This design comes from an exercise in tuning for small area and a short achievable clock period on the open sky130 flow, not from production work.
The RTL was checked by simulation tests, not by an equivalence proof against the original design.

**run.sh**
```bash
#!/bin/bash
# synth_recipe.tcl (not shown) runs the flow's synth.tcl, then flattens the netlist and writes it again
# the make line also repeats each setting of config.mk as NAME=value (left out here)
make -C /OpenROAD-flow-scripts/flow DESIGN_CONFIG=/design/flow/config.mk WORK_HOME=/design/flow/orfs CLKGATE_MAP_FILE= SYNTH_SCRIPT=/design/flow/synth_recipe.tcl finish
```
**config.mk**
```make
export PLATFORM = sky130hd
export DESIGN_NAME = lk_acc_cell
export DESIGN_NICKNAME = lk_acc_cell
export VERILOG_FILES = /design/flow/design.v
export SDC_FILE = /design/flow/constraint.sdc
export NUM_CORES = 4
export LEC_CHECK = 0
export ABC_AREA = 1
export CAP_MARGIN = 20
export CORE_MARGIN = 2
export CORE_UTILIZATION = 40
export SLEW_MARGIN = 20
```
**constraint.sdc**
```tcl
create_clock -name core_clock -period 22.0 [get_ports {clk}]
set_input_delay 4.4000 -clock core_clock [delete_from_list [all_inputs] [get_ports {clk}]]
set_output_delay 4.4000 -clock core_clock [all_outputs]
set_load 0.01 [all_outputs]
```
**design.v**
```verilog
module lk_acc_cell (
    input  wire        clk,
    input  wire        rst,       
    input  wire [1:0]  op,        
    input  wire        fmt_a,     
    input  wire        fmt_b,
    input  wire [15:0] a,
    input  wire [15:0] b,
    output wire [39:0] acc,
    output reg  [31:0] f32
);
    localparam OP_NOP   = 2'd0;
    localparam OP_MAC   = 2'd1;
    localparam OP_FIRST = 2'd2;
    localparam OP_LOAD  = 2'd3;
    localparam [39:0] ACC_NAN = {1'b0, 8'hFF, 1'b1, 30'd0};
    localparam C_NORM = 2'd0;
    localparam C_ZERO = 2'd1;
    localparam C_INF  = 2'd2;
    localparam C_NAN  = 2'd3;
    wire        a_ez   = fmt_a ? (a[14:10] == 5'd0)  : (a[14:7] == 8'd0);
    wire        a_emax = fmt_a ? (a[14:10] == 5'h1F) : (a[14:7] == 8'hFF);
    wire        a_fz   = fmt_a ? (a[9:0] == 10'd0)   : (a[6:0] == 7'd0);
    wire [10:0] a_sig  = fmt_a ? {~a_ez, a[9:0]} : {~a_ez, a[6:0], 3'b000};
    wire [7:0]  a_ex   = fmt_a ? ({3'd0, a[14:10]} + 8'd112 + {7'd0, a_ez})
                               : (a[14:7] | {7'd0, a_ez});
    wire        b_ez   = fmt_b ? (b[14:10] == 5'd0)  : (b[14:7] == 8'd0);
    wire        b_emax = fmt_b ? (b[14:10] == 5'h1F) : (b[14:7] == 8'hFF);
    wire        b_fz   = fmt_b ? (b[9:0] == 10'd0)   : (b[6:0] == 7'd0);
    wire [10:0] b_sig  = fmt_b ? {~b_ez, b[9:0]} : {~b_ez, b[6:0], 3'b000};
    wire [7:0]  b_ex   = fmt_b ? ({3'd0, b[14:10]} + 8'd112 + {7'd0, b_ez})
                               : (b[14:7] | {7'd0, b_ez});
    wire a_nan  = a_emax & ~a_fz;
    wire a_inf  = a_emax & a_fz;
    wire a_zero = a_ez & a_fz;
    wire b_nan  = b_emax & ~b_fz;
    wire b_inf  = b_emax & b_fz;
    wire b_zero = b_ez & b_fz;
    wire [21:0] m_prod = a_sig * b_sig;
    reg [4:0] m_lz;
    integer i;
    always @(*) begin
        m_lz = 5'd0;
        for (i = 0; i < 22; i = i + 1)
            if (m_prod[i]) m_lz = 5'd21 - i[4:0];
    end
    wire [21:0] m_norm = m_prod << m_lz;
    wire [9:0]  m_q    = {2'd0, a_ex} + {2'd0, b_ex} + 10'd21 - {5'd0, m_lz};
    reg  [1:0]  p_cls_d;
    reg  [9:0]  p_exp_d;
    reg  [20:0] p_frac_d;
    always @(*) begin
        p_exp_d  = m_q - 10'd147;
        p_frac_d = m_norm[20:0];
        if (a_nan | b_nan | (a_inf & b_zero) | (b_inf & a_zero))
            p_cls_d = C_NAN;
        else if (a_inf | b_inf)
            p_cls_d = C_INF;
        else if (a_zero | b_zero)
            p_cls_d = C_ZERO;
        else if (m_q >= 10'd402)
            p_cls_d = C_INF;                         
        else if (m_q < 10'd117) begin
            if (m_q == 10'd116 && m_norm[20:0] != 21'd0) begin
                p_cls_d  = C_NORM;
                p_exp_d  = -10'sd30;                 
                p_frac_d = 21'd0;
            end else
                p_cls_d = C_ZERO;
        end else
            p_cls_d = C_NORM;
    end
    reg [1:0]  s1_op;
    reg [1:0]  p_cls;
    reg [31:0] p_w;      
    always @(posedge clk) begin
        if (rst)
            s1_op <= OP_NOP;
        else
            s1_op <= op;
    end
    always @(posedge clk) begin
        if (op == OP_LOAD) begin
            p_w   <= {a, b};
            p_cls <= (a[14:7] == 8'hFF && {a[6:0], b} != 23'd0) ? C_NAN : C_NORM;
        end else begin
            p_w   <= {p_exp_d, p_frac_d, a[15] ^ b[15]};
            p_cls <= p_cls_d;
        end
    end
    reg [39:0] acc_q;
    assign acc = acc_q;
    wire        p_s    = p_w[0];
    wire [9:0]  p_exp  = p_w[31:22];         
    wire [31:0] p_sig  = {1'b1, p_w[21:1], 10'd0};
    wire        p_nan  = (p_cls == C_NAN);
    wire        p_inf  = (p_cls == C_INF);
    wire        p_zero = (p_cls == C_ZERO);
    wire [39:0] x_raw  = (s1_op == OP_FIRST) ? 40'd0 : acc_q;
    wire        x_s    = x_raw[39];
    wire        x_ez   = (x_raw[38:31] == 8'd0);
    wire        x_emax = (x_raw[38:31] == 8'hFF);
    wire        x_fz   = (x_raw[30:0] == 31'd0);
    wire        x_nan  = x_emax & ~x_fz;
    wire        x_inf  = x_emax & x_fz;
    wire        x_zero = x_ez & x_fz;
    wire [7:0]  x_exp  = {x_raw[38:32], x_raw[31] | x_ez};
    wire [31:0] x_sig  = {~x_ez, x_raw[30:0]};
    wire [10:0] d_xp = {3'd0, x_exp} - {p_exp[9], p_exp};
    wire [10:0] d_px = {p_exp[9], p_exp} - {3'd0, x_exp};
    wire        x_big = ~d_xp[10];
    wire [10:0] ad   = x_big ? d_xp : d_px;
    wire [5:0]  sh   = (ad > 11'd35) ? 6'd36 : ad[5:0];
    wire [7:0]  big_exp = x_big ? x_exp : p_exp[7:0];
    wire [31:0] big_sig = x_big ? x_sig : p_sig;
    wire [31:0] sml_sig = x_big ? p_sig : x_sig;
    wire        big_s   = x_big ? x_s : p_s;
    wire        eff_sub = x_s ^ p_s;
    wire [34:0] sml_al = {sml_sig, 3'b000} >> sh;
    reg         sml_st;
    integer k;
    always @(*) begin
        sml_st = 1'b0;
        for (k = 0; k < 32; k = k + 1)
            if (sh >= k + 4) sml_st = sml_st | sml_sig[k];
    end
    wire [35:0] op_a = {1'b0, big_sig, 3'b000};
    wire [35:0] op_b = {1'b0, sml_al[34:1], sml_al[0] | sml_st};
    wire [35:0] s_sum = eff_sub ? (op_a - op_b) : (op_a + op_b);
    wire        s_neg = eff_sub & s_sum[35];
    wire [35:0] s_mag = s_neg ? (36'd0 - s_sum) : s_sum;
    wire        r_s   = big_s ^ s_neg;
    wire        s_z   = (s_mag == 36'd0);
    wire [35:0] lim = (big_exp <= 8'd35) ? (36'h8_0000_0000 >> big_exp) : 36'd0;
    wire [35:0] s_lz_in = s_mag | lim;
    reg  [5:0]  nlz;
    integer j;
    always @(*) begin
        nlz = 6'd0;
        for (j = 0; j < 36; j = j + 1)
            if (s_lz_in[j]) nlz = 6'd35 - j[5:0];
    end
    wire [35:0] n_mag = s_mag << nlz;
    wire [8:0]  n_exp = {1'b0, big_exp} + 9'd1 - {3'd0, nlz};
    wire [31:0] n_sig = n_mag[35:4];
    wire        n_up  = n_mag[3] & ((n_mag[2:0] != 3'd0) | n_mag[4]);
    wire [32:0] r_sig = {1'b0, n_sig} + {32'd0, n_up};
    wire [8:0]  r_exp = n_exp + {8'd0, r_sig[32]};
    wire        r_top = r_sig[32] | r_sig[31];
    reg [39:0] sum40;
    always @(*) begin
        if (s_z)
            sum40 = 40'd0;                                   
        else if (r_exp >= 9'd255)
            sum40 = {r_s, 8'hFF, 31'd0};                     
        else
            sum40 = {r_s, (r_top ? r_exp[7:0] : 8'd0), r_sig[30:0]};
    end
    reg [39:0] acc_d;
    always @(*) begin
        case (s1_op)
            OP_NOP:  acc_d = acc_q;
            OP_LOAD: acc_d = p_nan ? ACC_NAN : {p_w, 8'd0};
            default: begin
                if (x_nan | p_nan | (x_inf & p_inf & (x_s != p_s)))
                    acc_d = ACC_NAN;
                else if (x_inf)
                    acc_d = x_raw;
                else if (p_inf)
                    acc_d = {p_s, 8'hFF, 31'd0};
                else if (p_zero)
                    acc_d = x_zero ? {x_s & p_s, 39'd0} : x_raw;
                else
                    acc_d = sum40;
            end
        endcase
    end
    always @(posedge clk) begin
        if (rst)
            acc_q <= 40'd0;
        else
            acc_q <= acc_d;
    end
    wire        c_nan = (acc_q[38:31] == 8'hFF) && (acc_q[30:0] != 31'd0);
    wire        c_inf = (acc_q[38:31] == 8'hFF) && (acc_q[30:0] == 31'd0);
    wire        c_up  = acc_q[7] & ((acc_q[6:0] != 7'd0) | acc_q[8]);
    wire [30:0] c_mag = acc_q[38:8] + {30'd0, c_up};
    always @(posedge clk) begin
        if (rst)
            f32 <= 32'd0;
        else if (c_nan)
            f32 <= 32'h7FC0_0000;
        else if (c_inf)
            f32 <= {acc_q[39], 8'hFF, 23'd0};
        else
            f32 <= {acc_q[39], c_mag};
    end
endmodule
```
==> run summary <==
[final timing paths]
path               end  startpoint  cells after the start  slack, ns
max          acc_q[16]    s1_op[0]                    117       3.97
min           acc_q[6]    acc_q[6]                      2       0.49
max reg2reg  acc_q[16]    s1_op[0]                    117       3.97
min reg2reg   acc_q[6]    acc_q[6]                      2       0.49
[per-stage QoR]
step / std cells / instance area [um2] / hold WS (ns)
6_report: 5254 / 27100 / 0.491
3_3_place_gp: 5238 / 26800 / 0.475
4_1_cts: 5253 / 27100 / 0.495
2_1_floorplan: 4421 / 25200 / 0.502
3_5_place_dp: 5238 / 26800 / 0.483
5_1_grt: 5254 / 27100 / 0.519
[cell type report]
class | count | share of cell area, %
tap | 846 | 3.90
multi-input combinational | 3464 | 72.5
inverter | 674 | 9.35
clock buffer | 9 | 0.830
timing repair buffer | 147 | 5.14
sequential | 108 | 7.97
clock inverter | 6 | 0.309
[per-layer routing]
metal | routed length, um | vias to the layer above
met4 | 3510 | 0
met1 | 44000 | 13528
met3 | 6270 | 176
met5 | 0 | -
met2 | 45300 | 1261
li1 | - | 14397
[registers in the layout, indices dropped and copies added (netlist names)]
signal and flops:
f32 32, s1_op 2, acc_q 40, p_w 32, p_cls 2
[cells in the mapped netlist, types with 10 or more instances]
cell | instances | area [um2]
xor2_1 | 85 | 744
inv_1 | 640 | 2400
buf_6 | 14 | 158
nor2_1 | 466 | 1750
a31oi_1 | 36 | 225
ha_1 | 182 | 2280
a21oi_1 | 283 | 1420
clkinv_1 | 10 | 37.5
and2_1 | 11 | 68.8
o22ai_1 | 13 | 81.3
buf_4 | 17 | 128
nand3_1 | 486 | 2430
buf_2 | 28 | 140
clkbuf_1 | 101 | 379
o21ai_1 | 35 | 175
buf_1 | 11 | 41.3
nand2_1 | 1040 | 3900
nand4_1 | 83 | 519
o21bai_1 | 19 | 143
nor4_1 | 42 | 263
nor3_1 | 57 | 285
nor2_2 | 19 | 119
o21ai_0 | 301 | 1510
nor2_4 | 14 | 158
o211ai_1 | 15 | 113
nand3_2 | 19 | 190
xnor2_1 | 17 | 149
dfxtp_1 | 108 | 2160
nand2_2 | 28 | 175
inv_2 | 22 | 82.6
fa_1 | 91 | 1820
[logic make-up after synthesis]
group / count (synthesis) / synth area share [%]
and+or+nand+nor: 2302 / 40.6
DFF: 108 / 8.57
muxes: 1 / 0.0397
buffers and inverters: 849 / 13.6
xor gates and xnor gates: 104 / 3.67
AOI/OAI and AO/OA: 784 / 17.4
adders and majority gates: 273 / 16.2
[tightest hold or removal path: stages (launching register included)]
cell and delay [ns]:
dfxtp_1 0.33, nand2_1 0.06, a21oi_1 0.06
==> results.py <==
metrics = {
    "clock_tree": {
        "cts_resized": 0,
        "clock-sinks": 108,
        "htreeDepth": 3,
        "cts_buffer_depth": 2,
        "tritoncts": "yes",
        "clk_pin_slew_ns": 0.09,
        "clock-root-buffer": "clkbuf_16",
        "cts_buffers": 9,
        "hold_buffers": 0,
        "postCtsSetupBuffers": 0,
        "clkLatencyLatePin_ns": 0.37,
    },
    "grt": {
        "grt.met3_usage_pct": 1.94,
        "grt_busiest_layer": "met2",
        "grt_pass1_wl_mm": 151,
        "antenna_found_initial": 0,
        "grt_max_degree": 78,
        "met1_usage_pct": 40.9,
        "grt_pass1_vias": 26467,
        "gr-total-overflow": 0,
        "grt_usage_pct": 29.6,
        "grt_use_met2_pct": 49.0,
    },
    "timing": {
        "drv_slew": 0,
        "hold_viol_final": 0,
        "finalSetupViolations": 0,
        "setup_ws_ns": 3.97,
        "slew_headroom_pct": 27.9,
        "setup-tns-final_ns": 0,
        "fmax_mhz": 55.5,
        "fin_skew_ns": 0.0239,
        "tightest_slew_ns": 1.07,
        "period_share_pct": 82.0,
        "period_needed_ns": 18.03,
        "rsz0062_at_grt": "false",
    },
    "critical_path": {
        "cp.buffers_inverters": 11,
        "slowest_delay_ns": 0.92,
        "arrival_ns": 18.33,
        "path_common_cell": "nand2_1",
        "critical_path_class": "register to register",
        "start_kind": "register",
        "required_ns": 22.30,
        "slowest_stage": "clkinv_1",
        "cpLargestDelayFamily": "simple AND/OR/NAND/NOR gates",
        "crit_fanout": 77,
        "endpoint_kind": "register",
    },
    "routing": {
        "via_count": 29362,
        "firstDrtPassIters": 6,
        "ant_nets": 0,
        "wl_per_cell_um": 18.9,
        "drt_iter0_markers": 3285,
        "wirelength_mm": 99.1,
        "drc": 0,
        "viasPerCell": 5.59,
    },
    "synthesis": {
        "ys_seq_area_share_pct": 8.57,
        "avgSynthCellArea_um2": 5.71,
        "yosysUniqueCellTypes": 81,
        "synthArstFlopShare_pct": 0,
        "ys_dominant_reg_cell": "dfxtp_1",
        "synth_edf_count": 0,
        "syn-num-nets": 4732,
        "yosysWarnings": 1,
        "ys_ff_latch": 108,
        "syn_inst": 4421,
        "synth_area_mm2": 0.0252,
    },
    "die": {
        "die_x_um": 255,
        "rows": 92,
        "io_pins": 110,
        "core_mm2": 0.0627,
        "dieHeight_um": 255,
        "initial_utilization_pct": 40.2,
        "dieArea_mm2": 0.0651,
    },
    "cells_and_area": {
        "drive_above_1_share_pct": 4.70,
        "ff_latch_area_mm2": 0.00216,
        "final_common_cell": "nand2_1",
        "final_nets": 4715,
        "antenna_cells": 0,
        "final_cell_mix": "nand2_1 (1040), inv_1 (640), nand3_1 (486)",
        "nFillCells": 7012,
        "final_util_pct": 43.2,
        "multiInputGateArea_mm2": 0.0197,
        "syn_to_final_growth_pct": 7.53,
    },
    "worst_hold_path": {
        "holdCritPathClass": "register to register",
    },
    "placed_design": {
        "dp_slack_ns": 4.49,
        "numPortBuffers": 109,
        "place_hpwl_mm": 81.4,
        "place.gp.congestion": 1.04,
    },
    "run": {
        "maxCapViolCount": 0,
    },
    "outcome": {
        "status": "complete, no violations",
    },
}

separate check: timing with driven ports:
No port has a modelled driver above. Below, the same layout with a new extraction and two added sets of constraints. Step 1 sets driving cells, clkbuf_16 on the clock port and buf_2 on the other inputs (assumed; they add their load-dependent delay and slew). Step 2 moves the port delays by t, midway between the first and last clock arrival at a register: inputs arrive t later, outputs are due t later. That takes back most of the time a late clock gives input paths. Three values: ideal, step 1, step 2; two values: the first two.
shift t [ns]: 0.408
setup WS [ns]: 3.969 / 3.969 / 3.969
clock arrival spread, ns: 0.024 / 0.024
worst register clock-pin slew, ns: 0.09 / 0.09
worst data-port slew with drivers (ns): 0.07
After both steps setup and hold are still met in this run. The setup slack of this run moves by 0.000 ns with the drivers and by 0.000 ns with both steps.
